This design comes from an exercise in tuning for small area on the open sky130 flow, not from production work.
Only simulation tests tie the RTL to the original design; equivalence was not proved.

==> 05-19: inputs <==
==> flow/design.v (excerpt) <==
module sk7_mstep (
    input  wire               clk,
    input  wire               rst,         
    input  wire               tick,        
    input  wire signed [31:0] x,           
    input  wire        [15:0] speed,       
    input  wire               vneg,        
    input  wire               at_rest,     
    input  wire               dir,         
    input  wire        [9:0]  e_off,       
    input  wire signed [15:0] lead,        
    input  wire        [2:0]  band_max,    
    input  wire        [11:0] amp,         
    input  wire        [15:0] vbus,        
    output wire               out_valid,
    output wire        [9:0]  addr,        
    output wire        [2:0]  band,        
    output reg  signed [11:0] ent_a,       
    output wire signed [11:0] ent_b,       
    output reg  signed [16:0] volt_a,      
    output wire signed [16:0] volt_b       
);
    reg  [9:0] e_prev;
    reg        have_prev;
    reg  [2:0] band_q;
    reg        adir_q;       
    localparam [1:0] PH_IDLE = 2'd0, PH_C = 2'd1, PH_A = 2'd2, PH_B = 2'd3;
    reg  [1:0] ph;
    reg  [3:0] k;
    reg  [23:0] R;           
    reg  [23:0] W;           
    reg  [11:0] A;           
    reg  [16:0] qacc;        
    wire [9:0] xx  = x[9:0] ^ {10{dir}};
    wire [9:0] cs_s = e_off ^ xx ^ lead[9:0];
    wire [9:0] cs_c = (e_off & xx) | (e_off & lead[9:0]) | (xx & lead[9:0]);
    wire [9:0] e_exact;
  ...
export LEC_CHECK = 0
export ABC_AREA = 1
export CAP_MARGIN = 20
export CORE_MARGIN = 2
export CORE_UTILIZATION = 40
export SLEW_MARGIN = 20
export SYNTH_MEMORY_MAX_BITS = 32768
create_clock -name core_clock -period 60.0 [get_ports {clk}]
standard.sh (not shown) runs the stock make flow with config.mk's settings and CLKGATE_MAP_FILE= SYNTH_SCRIPT=/design/flow/synth_recipe.tcl, a recipe that flattens the netlist after the stock synthesis.
==> flow/flow/run.sh <==
#!/bin/bash
# Layout flow: the standard flow, with two changes.
#  1. After the standard synthesis, full adders among inverters are flipped to
#     the inverted polarity (flow/faflip.py) and the combinational logic is
#     mapped again by a stronger ABC script (flow/remap.tcl); registers are
#     left untouched.
#  2. Ports are buffered with the smallest buffer; CTS uses clkbuf_4 in clusters of 6 and adds
#     no dummy loads.
# Each tool's output goes to a log file of its own in this folder.
set -euo pipefail
W=$PWD
RES=$W/orfs/results/sky130hd/sk7_mstep/base
LOGS=$W/orfs/logs/sky130hd/sk7_mstep/base

bash standard.sh synth > std_synth.log 2>&1

cp $RES/1_2_yosys.v std_synth_netlist.v.log
# the don't-use cells as the standard synthesis passed them to ABC
DU=$(grep -o -- "-dont_use [^ ]*" $LOGS/1_2_yosys.log | awk '{print $2}' | sort -u | tr '\n' ' ')
export REMAP_LIB=$FLOW_HOME/platforms/sky130hd/lib/sky130_fd_sc_hd__tt_025C_1v80.lib
python3 flow/faflip.py std_synth_netlist.v.log faflip_netlist.v.log > faflip.log 2>&1
export REMAP_IN=$W/faflip_netlist.v.log
export REMAP_OUT=$RES/1_2_yosys.v
export REMAP_TOP=$FLOW_TOP
export REMAP_DONT_USE="$DU"
export REMAP_ABC=$W/flow/remap.abc
export REMAP_STAT_IN=$W/remap_stat_in.log
export REMAP_STAT_OUT=$W/remap_stat_out.log
yosys -c flow/remap.tcl > remap.log 2>&1

export BUFFER_PORTS_ARGS="-buffer_cell sky130_fd_sc_hd__buf_1"
export CTS_ARGS="-sink_clustering_enable -sink_clustering_size 6 -repair_clock_nets -dont_use_dummy_load -buf_list sky130_fd_sc_hd__clkbuf_4"
bash standard.sh > std_layout.log 2>&1
==> flow/flow/remap.tcl <==
# Re-map the combinational logic of the standard synthesis netlist with a
# stronger ABC script. Flip-flops, full adders and tie cells are kept as they
# are (same instances, names and cell types); every other cell, half adders
# included, is read as its liberty function and mapped again. Then the
# standard synthesis's last steps are repeated: tie cells, split nets,
# buffered pass-throughs.
yosys -import
set lib $::env(REMAP_LIB)
read_liberty -ignore_miss_func $lib
blackbox sky130_fd_sc_hd__*df* sky130_fd_sc_hd__*dl* sky130_fd_sc_hd__fa_* sky130_fd_sc_hd__conb_*
read_verilog $::env(REMAP_IN)
hierarchy -top $::env(REMAP_TOP)
tee -o $::env(REMAP_STAT_IN) stat -liberty $lib
flatten
opt -purge
set dont_use {}
foreach c $::env(REMAP_DONT_USE) { lappend dont_use -dont_use $c }
abc -script $::env(REMAP_ABC) -liberty $lib {*}$dont_use
opt_clean -purge
hilomap -singleton -hicell sky130_fd_sc_hd__conb_1 HI -locell sky130_fd_sc_hd__conb_1 LO
splitnets
opt_clean -purge
insbuf -buf sky130_fd_sc_hd__buf_4 A X
opt_clean -purge
tee -o $::env(REMAP_STAT_OUT) stat -liberty $lib
write_verilog -noattr -nohex -nodec $::env(REMAP_OUT)
Other scripts of this flow, unchanged in this note and not shown: flow/flow/faflip.py, flow/flow/remap.abc
==> inputs of 12-04, as changes to 05-19 <==
--- a/flow/design.v
+++ b/flow/design.v
@@ -101,36 +101,36 @@
     input  wire        [11:0] amp,         
     input  wire        [15:0] vbus,        
     output wire               out_valid,
     output wire        [9:0]  addr,        
     output wire        [2:0]  band,        
-    output reg  signed [11:0] ent_a,       
+    output wire signed [11:0] ent_a,       
     output wire signed [11:0] ent_b,       
     output reg  signed [16:0] volt_a,      
     output wire signed [16:0] volt_b       
 );
-    reg  [9:0] e_prev;
+    reg  [9:0] w_prev;       
     reg        have_prev;
     reg  [2:0] band_q;
     reg        adir_q;       
     localparam [1:0] PH_IDLE = 2'd0, PH_C = 2'd1, PH_A = 2'd2, PH_B = 2'd3;
     reg  [1:0] ph;
     reg  [3:0] k;
     reg  [23:0] R;           
     reg  [23:0] W;           
     reg  [11:0] A;           
+    reg  [5:0]  ent_a_lo;    
     reg  [16:0] qacc;        
     wire [9:0] xx  = x[9:0] ^ {10{dir}};
     wire [9:0] cs_s = e_off ^ xx ^ lead[9:0];
     wire [9:0] cs_c = (e_off & xx) | (e_off & lead[9:0]) | (xx & lead[9:0]);
     wire [9:0] e_exact;
     sk7_radd #(10) u_eadd (.a(cs_s), .b({cs_c[8:0], dir}), .ci(1'b0), .s(e_exact), .co());
-    wire [1:0] wq = e_exact[9:8] - {1'b0, ~e_exact[7]};
-    wire [1:0] uq = e_prev[9:8]  - {1'b0, ~e_prev[7]};
-    wire [1:0] dq = wq - uq;
-    wire       w0 = e_exact[7] & ~|e_exact[6:0];
-    wire       u0 = e_prev[7]  & ~|e_prev[6:0];
+    wire [9:0] w_exact = {e_exact[9:8] - {1'b0, ~e_exact[7]}, ~e_exact[7], e_exact[6:0]};
+    wire [1:0] dq = w_exact[9:8] - w_prev[9:8];
+    wire       w0 = ~|w_exact[7:0];
+    wire       u0 = ~|w_prev[7:0];
     wire crossing = have_prev & ((dq == 2'd0) ? w0 :
                                  (dq == 2'd3) ? ~(u0 & ~w0) : 1'b1);
     wire s_e1, s_e2, s_e3, s_e4, s_r1, s_r2, s_r3, s_r4;
     sk7_gek #(16, 16'd600)  u_e1 (.a(speed), .ge(s_e1));
     sk7_gek #(16, 16'd1500) u_e2 (.a(speed), .ge(s_e2));
@@ -150,33 +150,22 @@
     wire       up_gt  = |(up_t & ~b_t);               
     wire [3:0] want_t = up_gt ? up_t : (s_rt & b_t & m_t);
     wire [3:0] new_t  = at_rest ? 4'd0 : crossing ? want_t : b_t;
     wire [2:0] band_new = {new_t[3], new_t[1] & ~new_t[3],
                            (new_t[0] & ~new_t[1]) | (new_t[2] & ~new_t[3])};
-    wire       b4 = band_q[2];
-    reg  [9:0] gmask;
-    always @* begin
-        case (band_q[1:0])
-            2'd0:    gmask = 10'd0;
-            2'd1:    gmask = 10'd3;
-            2'd2:    gmask = 10'd15;
-            default: gmask = 10'd63;
-        endcase
-        if (b4) gmask = 10'd255;
-    end
-    wire [9:0] qe = b4 ? {e_prev[9:8] - {1'b0, ~e_prev[7]}, ~e_prev[7], e_prev[6:0]} : e_prev;
+    wire [9:0] gmask = {2'b00, {2{b_t[3]}}, {2{b_t[2]}}, {2{b_t[1]}}, {2{b_t[0]}}};
     wire [10:0] qc;
     wire [9:0]  qr;
     assign qc[0] = 1'b0;
     genvar gi;
     generate
         for (gi = 0; gi < 10; gi = gi + 1) begin : g_q
-            assign qr[gi]   = gmask[gi] ? 1'b0 : (qe[gi] ^ qc[gi]);
-            assign qc[gi+1] = adir_q & (gmask[gi] ? (qc[gi] | qe[gi]) : (qc[gi] & qe[gi]));
+            assign qr[gi]   = gmask[gi] ? 1'b0 : (w_prev[gi] ^ qc[gi]);
+            assign qc[gi+1] = adir_q & (gmask[gi] ? (qc[gi] | w_prev[gi]) : (qc[gi] & w_prev[gi]));
         end
     endgenerate
-    wire [9:0] qaddr = {qr[9:8], qr[7] | b4, qr[6:0]};
+    wire [9:0] qaddr = {qr[9:8] + {1'b0, qr[7]}, ~qr[7], qr[6:0]};
     assign addr = qaddr;
     assign band = band_q;
     wire ph_c    = (ph == PH_C);
     wire ph_a    = (ph == PH_A);
     wire ph_b    = (ph == PH_B);
@@ -223,20 +212,21 @@
     wire rge;
     sk7_gek #(24, 24'd4191233) u_rnd (.a(Rn), .ge(rge));
     wire rnd = fin & rge;
     wire [4:0]  a_hi;
     sk7_rinc #(5) u_ainc (.a(A[4:0]), .ci(qd[1]), .s(a_hi), .co());
-    wire [11:0] A_next = ph_c ? {A[10:5], a_hi, qd[0]} : A;
+    wire [11:0] A_next = ph_c ? {A[10:5], a_hi, qd[0]} : {a_last ? ent[11:6] : A[11:6], A[5:0]};
     wire [5:0]  cq     = A_next[5:0];
     wire [5:0] dg;
     wire       dgc;
     sk7_radd #(6) u_dg (.a({6{ebit}} & cq), .b({4'd0, qd & {2{~ph_c}}}), .ci(rnd), .s(dg), .co(dgc));
     wire        clrq = ph_c | b_first;
     wire [16:0] qbase = {17{~clrq}} & {qacc[15:0], 1'b0};
     wire [16:0] qacc_n;
     sk7_radd #(17) u_qacc (.a(qbase), .b({{10{tq_neg}}, {dgc, dg} ^ {7{tq_neg}}}), .ci(tq_neg), .s(qacc_n), .co());
     assign volt_b = qacc_n;
+    assign ent_a  = {A[11:6], ent_a_lo};
     wire r_keep = ~(a_last | (c_last & ~ebit));
     always @(posedge clk) begin
         if (tick) begin
             R <= {8'd0, {16{amp[11]}} & vbus};
             W <= {8'd0, vbus};
@@ -248,11 +238,11 @@
             A <= A_next;
         end
         qacc <= qacc_n;
         if (a_last) begin
             volt_a <= qacc_n;
-            ent_a  <= ent;
+            ent_a_lo <= ent[5:0];
         end
     end
     always @(posedge clk) begin
         if (rst) begin
             ph        <= PH_IDLE;
@@ -276,11 +266,11 @@
             end
         end
     end
     always @(posedge clk) begin
         if (tick) begin
-            e_prev <= e_exact;
+            w_prev <= w_exact;
             adir_q <= vneg ^ dir;
         end
     end
 endmodule
 module sk7_radd #(parameter N = 8) (
--- a/flow/flow/remap.tcl
+++ b/flow/flow/remap.tcl
@@ -10,17 +10,21 @@
 blackbox sky130_fd_sc_hd__*df* sky130_fd_sc_hd__*dl* sky130_fd_sc_hd__fa_* sky130_fd_sc_hd__conb_*
 read_verilog $::env(REMAP_IN)
 hierarchy -top $::env(REMAP_TOP)
 tee -o $::env(REMAP_STAT_IN) stat -liberty $lib
 flatten
+simplemap
 opt -purge
 set dont_use {}
 foreach c $::env(REMAP_DONT_USE) { lappend dont_use -dont_use $c }
 abc -script $::env(REMAP_ABC) -liberty $lib {*}$dont_use
 opt_clean -purge
 hilomap -singleton -hicell sky130_fd_sc_hd__conb_1 HI -locell sky130_fd_sc_hd__conb_1 LO
 splitnets
+# the standard netlist's internal net names (_NNN_, _NNN_.PIN) become private, so
+# that no output port is left as an alias of such a net
+yosys rename -hide w:_*
 opt_clean -purge
 insbuf -buf sky130_fd_sc_hd__buf_4 A X
 opt_clean -purge
 tee -o $::env(REMAP_STAT_OUT) stat -liberty $lib
 write_verilog -noattr -nohex -nodec $::env(REMAP_OUT)
==> inputs of 04-17, as changes to 05-19 <==
--- a/flow/design.v
+++ b/flow/design.v
@@ -101,11 +101,11 @@
     input  wire        [11:0] amp,         
     input  wire        [15:0] vbus,        
     output wire               out_valid,
     output wire        [9:0]  addr,        
     output wire        [2:0]  band,        
-    output reg  signed [11:0] ent_a,       
+    output wire signed [11:0] ent_a,       
     output wire signed [11:0] ent_b,       
     output reg  signed [16:0] volt_a,      
     output wire signed [16:0] volt_b       
 );
     reg  [9:0] e_prev;
@@ -116,10 +116,11 @@
     reg  [1:0] ph;
     reg  [3:0] k;
     reg  [23:0] R;           
     reg  [23:0] W;           
     reg  [11:0] A;           
+    reg  [5:0]  ent_a_lo;    
     reg  [16:0] qacc;        
     wire [9:0] xx  = x[9:0] ^ {10{dir}};
     wire [9:0] cs_s = e_off ^ xx ^ lead[9:0];
     wire [9:0] cs_c = (e_off & xx) | (e_off & lead[9:0]) | (xx & lead[9:0]);
     wire [9:0] e_exact;
@@ -223,20 +224,21 @@
     wire rge;
     sk7_gek #(24, 24'd4191233) u_rnd (.a(Rn), .ge(rge));
     wire rnd = fin & rge;
     wire [4:0]  a_hi;
     sk7_rinc #(5) u_ainc (.a(A[4:0]), .ci(qd[1]), .s(a_hi), .co());
-    wire [11:0] A_next = ph_c ? {A[10:5], a_hi, qd[0]} : A;
+    wire [11:0] A_next = ph_c ? {A[10:5], a_hi, qd[0]} : {a_last ? ent[11:6] : A[11:6], A[5:0]};
     wire [5:0]  cq     = A_next[5:0];
     wire [5:0] dg;
     wire       dgc;
     sk7_radd #(6) u_dg (.a({6{ebit}} & cq), .b({4'd0, qd & {2{~ph_c}}}), .ci(rnd), .s(dg), .co(dgc));
     wire        clrq = ph_c | b_first;
     wire [16:0] qbase = {17{~clrq}} & {qacc[15:0], 1'b0};
     wire [16:0] qacc_n;
     sk7_radd #(17) u_qacc (.a(qbase), .b({{10{tq_neg}}, {dgc, dg} ^ {7{tq_neg}}}), .ci(tq_neg), .s(qacc_n), .co());
     assign volt_b = qacc_n;
+    assign ent_a  = {A[11:6], ent_a_lo};
     wire r_keep = ~(a_last | (c_last & ~ebit));
     always @(posedge clk) begin
         if (tick) begin
             R <= {8'd0, {16{amp[11]}} & vbus};
             W <= {8'd0, vbus};
@@ -248,11 +250,11 @@
             A <= A_next;
         end
         qacc <= qacc_n;
         if (a_last) begin
             volt_a <= qacc_n;
-            ent_a  <= ent;
+            ent_a_lo <= ent[5:0];
         end
     end
     always @(posedge clk) begin
         if (rst) begin
             ph        <= PH_IDLE;
--- a/flow/flow/remap.tcl
+++ b/flow/flow/remap.tcl
@@ -10,10 +10,11 @@
 blackbox sky130_fd_sc_hd__*df* sky130_fd_sc_hd__*dl* sky130_fd_sc_hd__fa_* sky130_fd_sc_hd__conb_*
 read_verilog $::env(REMAP_IN)
 hierarchy -top $::env(REMAP_TOP)
 tee -o $::env(REMAP_STAT_IN) stat -liberty $lib
 flatten
+simplemap
 opt -purge
 set dont_use {}
 foreach c $::env(REMAP_DONT_USE) { lappend dont_use -dont_use $c }
 abc -script $::env(REMAP_ABC) -liberty $lib {*}$dont_use
 opt_clean -purge
==> comparison table <==
                                                                                            12-04                      04-17                                      05-19
Run status                                                                complete, no violations    complete, no violations                  aborted with a tool error
Failing step                                                                                    -                          -  netlist read-in after synthesis (1_synth)
Share of the core filled with cells                                                        46.17%                     46.06%                                          -
Filler instances                                                                            2,148                      2,115                                          -
Post-CTS Hold Buffers                                                                           0                          0                                          -
Floorplan die height                                                                     149.8 um                   151.2 um                                          -
Arrival time at the worst endpoint                                                      34,010 ps                  34,140 ps                                          -
Top cell by count, worst path                                               sky130_fd_sc_hd__fa_1      sky130_fd_sc_hd__fa_1                                          -
Largest net degree at the start of global routing                                              64                         76                                          -
Syn_nets                                                                                    1,144                      1,163                                          -
Fin crit share                                                                             76.68%                     76.90%                                          -
Post-layout nets                                                                            1,331                      1,335                                          -
Clock latency at the later pin of the worst-skew pair                                      540 ps                     520 ps                                          -
Routed Antenna Nets                                                                             0                          0                                          -
Fraction of area in registers                                                              31.04%                     30.82%                                          -
Clk tree area frac                                                                         1.319%                     1.310%                                          -
Hold Crit Class                                                                        reg -> reg                 reg -> reg                                          -
Detail Placement HPWL                                                                   16,910 um                  17,180 um                                          -
CTS root buffer                                                         sky130_fd_sc_hd__clkbuf_4  sky130_fd_sc_hd__clkbuf_4                                          -
Well-Tap Cells                                                                                275                        275                                          -
Sequential cell area                                                                    3003 um^2                  3003 um^2                                          -
Most frequent standard cell in the layout excluding fill and tap cells   sky130_fd_sc_hd__nand2_1     sky130_fd_sc_hd__buf_1                                          -
Drt first-iter violations                                                                     541                        549                                          -
Number of detailed-route iterations in the first pass                                           4                          6                                          -
Wire length of the first global-routing pass                                            36,600 um                  36,560 um                                          -
Count of placed standard cells including taps                                               1,395                      1,398                                          -

-- separate check: timing with driven ports --
How much do the figures lean on ideal ports? The routed layouts below were timed once more, with nothing changed but the port constraints. Step 1, drivers: a clkbuf_16 drives clk and a buf_2 each remaining input, both assumed. Step 2 also shifts input and output timing later by t, the mid clock arrival at the registers, as if the neighbouring blocks saw the same clock. a / b / c = ideal ports / drivers / drivers and shift; a / b = the first two.
| run | t, ns | slack for setup (ns) | slew at the worst register clock pin (ns) |
|---|---|---|---|
| 12-04 | 0.557 | 13.992 / 13.952 / 14.509 | 0.12 / 0.12 |
| 04-17 | 0.534 | 13.859 / 13.821 / 14.355 | 0.11 / 0.11 |
After both steps setup and hold are still met in every run listed.
